This is an optimization exercise on Yosys and OpenROAD, whose aim is small area and a short achievable clock period, not a production implementation. In this exercise RTL edits were held to simulation tests only and were not proved equivalent to the original.

== run 1 ==
Design wbm, start of the top module:
module wbm (
    input  wire        clk,
    input  wire        rst,
    input  wire        cfg_we,
    input  wire [4:0]  cfg_addr,
    input  wire [31:0] cfg_wdata,
    input  wire        in_valid,
    input  wire [23:0] in_r,
    input  wire [23:0] in_g,
    input  wire [23:0] in_b,
    output wire        out_valid,
    output wire [23:0] out_r,
    output wire [23:0] out_g,
    output wire [23:0] out_b
);
For scale: about 22,000 cells after synthesis, ~190 I/O pins.
clock: 18.0 ns
lec_check: 0
cap_margin: 10
core_margin: 2
core_utilization: 70
place_density: 0.8
slew_margin: 10
standard.sh (not shown) runs the stock make flow with config.mk's settings and CLKGATE_MAP_FILE= SYNTH_SCRIPT=/design/flow/synth_recipe.tcl, a recipe that flattens the netlist after the stock synthesis.
==> flow/flow/run.sh <==
#!/bin/bash
# Layout flow: the standard synthesis, then an inverter-polarity clean-up of
# the gate netlist around the full adders (flow/polarity.py; registers are not
# touched; if the cleaned netlist does not elaborate against the cell library,
# the standard netlist is kept), then the standard ORFS flow from the
# synthesised netlist on, with timing repair aimed at a tighter setup margin
# than the 18 ns clock needs, plain port buffers and no dummy clock loads.
# Each step's full output goes to a log file in this folder.
set -euo pipefail
MARGIN=${MARGIN:-13.27}
R=orfs/results/sky130hd/wbm/base
LIB=$FLOW_HOME/platforms/sky130hd/lib/sky130_fd_sc_hd__tt_025C_1v80.lib
bash standard.sh synth > flow_synth.log 2>&1
cp $R/1_2_yosys.v $R/1_2_yosys_std.v
if python3 flow/polarity.py $R/1_2_yosys_std.v $R/1_2_yosys_pol.v > flow_polarity.log 2>&1 &&
   yosys -p "read_liberty -lib $LIB; read_verilog $R/1_2_yosys_pol.v; hierarchy -check -top $FLOW_TOP" \
       > flow_polarity_check.log 2>&1; then
    sleep 1
    cp $R/1_2_yosys_pol.v $R/1_2_yosys.v
    touch $R/1_2_yosys.v
else
    echo "polarity clean-up not used" >> flow_polarity.log
fi
bash standard.sh SETUP_SLACK_MARGIN=$MARGIN MAX_REPAIR_ANTENNAS_ITER_GRT=15 \
    MAX_REPAIR_ANTENNAS_ITER_DRT=15 \
    "BUFFER_PORTS_ARGS=-buffer_cell sky130_fd_sc_hd__buf_2" \
    "CTS_ARGS=-sink_clustering_enable -repair_clock_nets -dont_use_dummy_load -sink_clustering_size 30 -sink_clustering_max_diameter 100 -wire_unit 5 -buf_list sky130_fd_sc_hd__clkbuf_16" \
    finish > flow_finish.log 2>&1
Other scripts of this flow, unchanged in this note and not shown: flow/flow/polarity.py
diff inputs: run 1 => run 2
- GPL_TIMING_DRIVEN: unset -> 0
diff --git a/flow/flow/run.sh b/flow/flow/run.sh
--- a/flow/flow/run.sh
+++ b/flow/flow/run.sh
@@ -9,3 +9,3 @@
 set -euo pipefail
-MARGIN=${MARGIN:-13.27}
+MARGIN=${MARGIN:-13.2}
 R=orfs/results/sky130hd/wbm/base
### Flow results
Higher sequential share of cell area among run 1 and run 2: run 1
Comparing run 1 and run 2, placement-stage worst setup slack is lower on run 1.
Per the comparison of run 2 with run 1, cell area after placement went up by 1.4%, worst relative slew slack went down by 6.1 points, cell area went up by about 1%, wire length of the first global-routing pass went up by 9.0%.
Per the comparison of run 2 with run 1, post-route clock period utilization now sits higher.
Input changes introduced in run 3 (baseline for comparison: run 2):
- clearing GPL_TIMING_DRIVEN, which used to be 0
==> results.txt <==
Per the final summary, run 3 finished and its layout is clean on timing, DRC and antenna.
Total wire length after detailed routing for run 3 is lower than for run 2.
Pin slew with the least headroom to its limit ended up 0.041 ns lower on run 3 than on run 2.
More vias were needed by run 2 than by run 3.
Inputs modified between run 3 and run 4:
diff --git a/flow/flow/run.sh b/flow/flow/run.sh
--- a/flow/flow/run.sh
+++ b/flow/flow/run.sh
@@ -26,3 +26,3 @@
     "BUFFER_PORTS_ARGS=-buffer_cell sky130_fd_sc_hd__buf_2" \
-    "CTS_ARGS=-sink_clustering_enable -repair_clock_nets -dont_use_dummy_load -sink_clustering_size 30 -sink_clustering_max_diameter 100 -wire_unit 5 -buf_list sky130_fd_sc_hd__clkbuf_16" \
+    "CTS_ARGS=-sink_clustering_enable -repair_clock_nets -dont_use_dummy_load -sink_clustering_size 30 -sink_clustering_max_diameter 100 -wire_unit 5 -clustering_exponent 6 -buf_list sky130_fd_sc_hd__clkbuf_16" \
     finish > flow_finish.log 2>&1
### Flow results
Number of clock buffers inserted by TritonCTS: run 3 vs run 4 identical. From run 3 to run 4 the numbers moved as follows: post-CTS setup repair buffer count climbed 10%; clock latency at the later pin of the worst-skew pair barely changed. In terms of global-route usage, run 3 and run 4 differ only marginally. On post-route non-filler standard cell count, run 3 tracks run 4 almost exactly. Run 3 → run 4: time the final worst path needs with I/O delays and setup shows no meaningful change; non-clock buffer count rose 19; cell area essentially unchanged; routed wire length was more or less identical; cell depth of the worst flop-to-flop path dropped 6.
Inputs modified between run 4 and run 5:
diff --git a/flow/flow/run.sh b/flow/flow/run.sh
--- a/flow/flow/run.sh
+++ b/flow/flow/run.sh
@@ -9,3 +9,3 @@
 set -euo pipefail
-MARGIN=${MARGIN:-13.2}
+MARGIN=${MARGIN:-13.1}
 R=orfs/results/sky130hd/wbm/base
@@ -26,3 +26,3 @@
     "BUFFER_PORTS_ARGS=-buffer_cell sky130_fd_sc_hd__buf_2" \
-    "CTS_ARGS=-sink_clustering_enable -repair_clock_nets -dont_use_dummy_load -sink_clustering_size 30 -sink_clustering_max_diameter 100 -wire_unit 5 -clustering_exponent 6 -buf_list sky130_fd_sc_hd__clkbuf_16" \
+    "CTS_ARGS=-sink_clustering_enable -repair_clock_nets -dont_use_dummy_load -sink_clustering_size 30 -sink_clustering_max_diameter 100 -wire_unit 5 -buf_list sky130_fd_sc_hd__clkbuf_16" \
     finish > flow_finish.log 2>&1
Findings:
- Going from run 4 to run 5, average wire per standard cell shrinks by about 0.45%.
- Tightest slew margin relative to the limit in run 5 vs run 4: down 3.8 points
- Run 5 does worse than run 4 on post-route minimum period.
- Against run 4 as the reference, run 5 delivers a higher buffers plus inverters on the worst setup path.
- Run 5 completed every stage of the flow, and the final layout passed the timing, DRC and antenna checks.
- Run 5 and run 4 ended up with roughly the same area of all sequential standard cells.

## afterwards: timing with drivers on the ports
The results above use ideal ports. As a check the final layouts listed here were re-extracted and re-timed, cells and wires unchanged. Step 1: set_driving_cell puts a clkbuf_16 on clk and a buf_2 on each other input, an assumption about the parent block. Step 2 also shifts input and output timing later by t, the mid clock arrival at the registers, as if the neighbouring blocks saw the same clock. Three values: ideal, step 1, step 2; two values: the first two.
| run | t (ns) | slack for setup (ns) | latest minus earliest clock arrival (ns) |
|---|---|---|---|
| run 1 | 0.838 | 13.180 / 13.067 / 13.334 | 0.142 / 0.141 |
| run 2 | 0.853 | 13.085 / 13.047 / 13.085 | 0.138 / 0.137 |
| run 3 | 0.852 | 13.160 / 13.041 / 13.298 | 0.146 / 0.146 |
| run 4 | 0.837 | 13.162 / 13.041 / 13.273 | 0.163 / 0.163 |
| run 5 | 0.826 | 13.148 / 13.069 / 13.148 | 0.164 / 0.164 |
After both steps setup and hold are still met in every run listed.
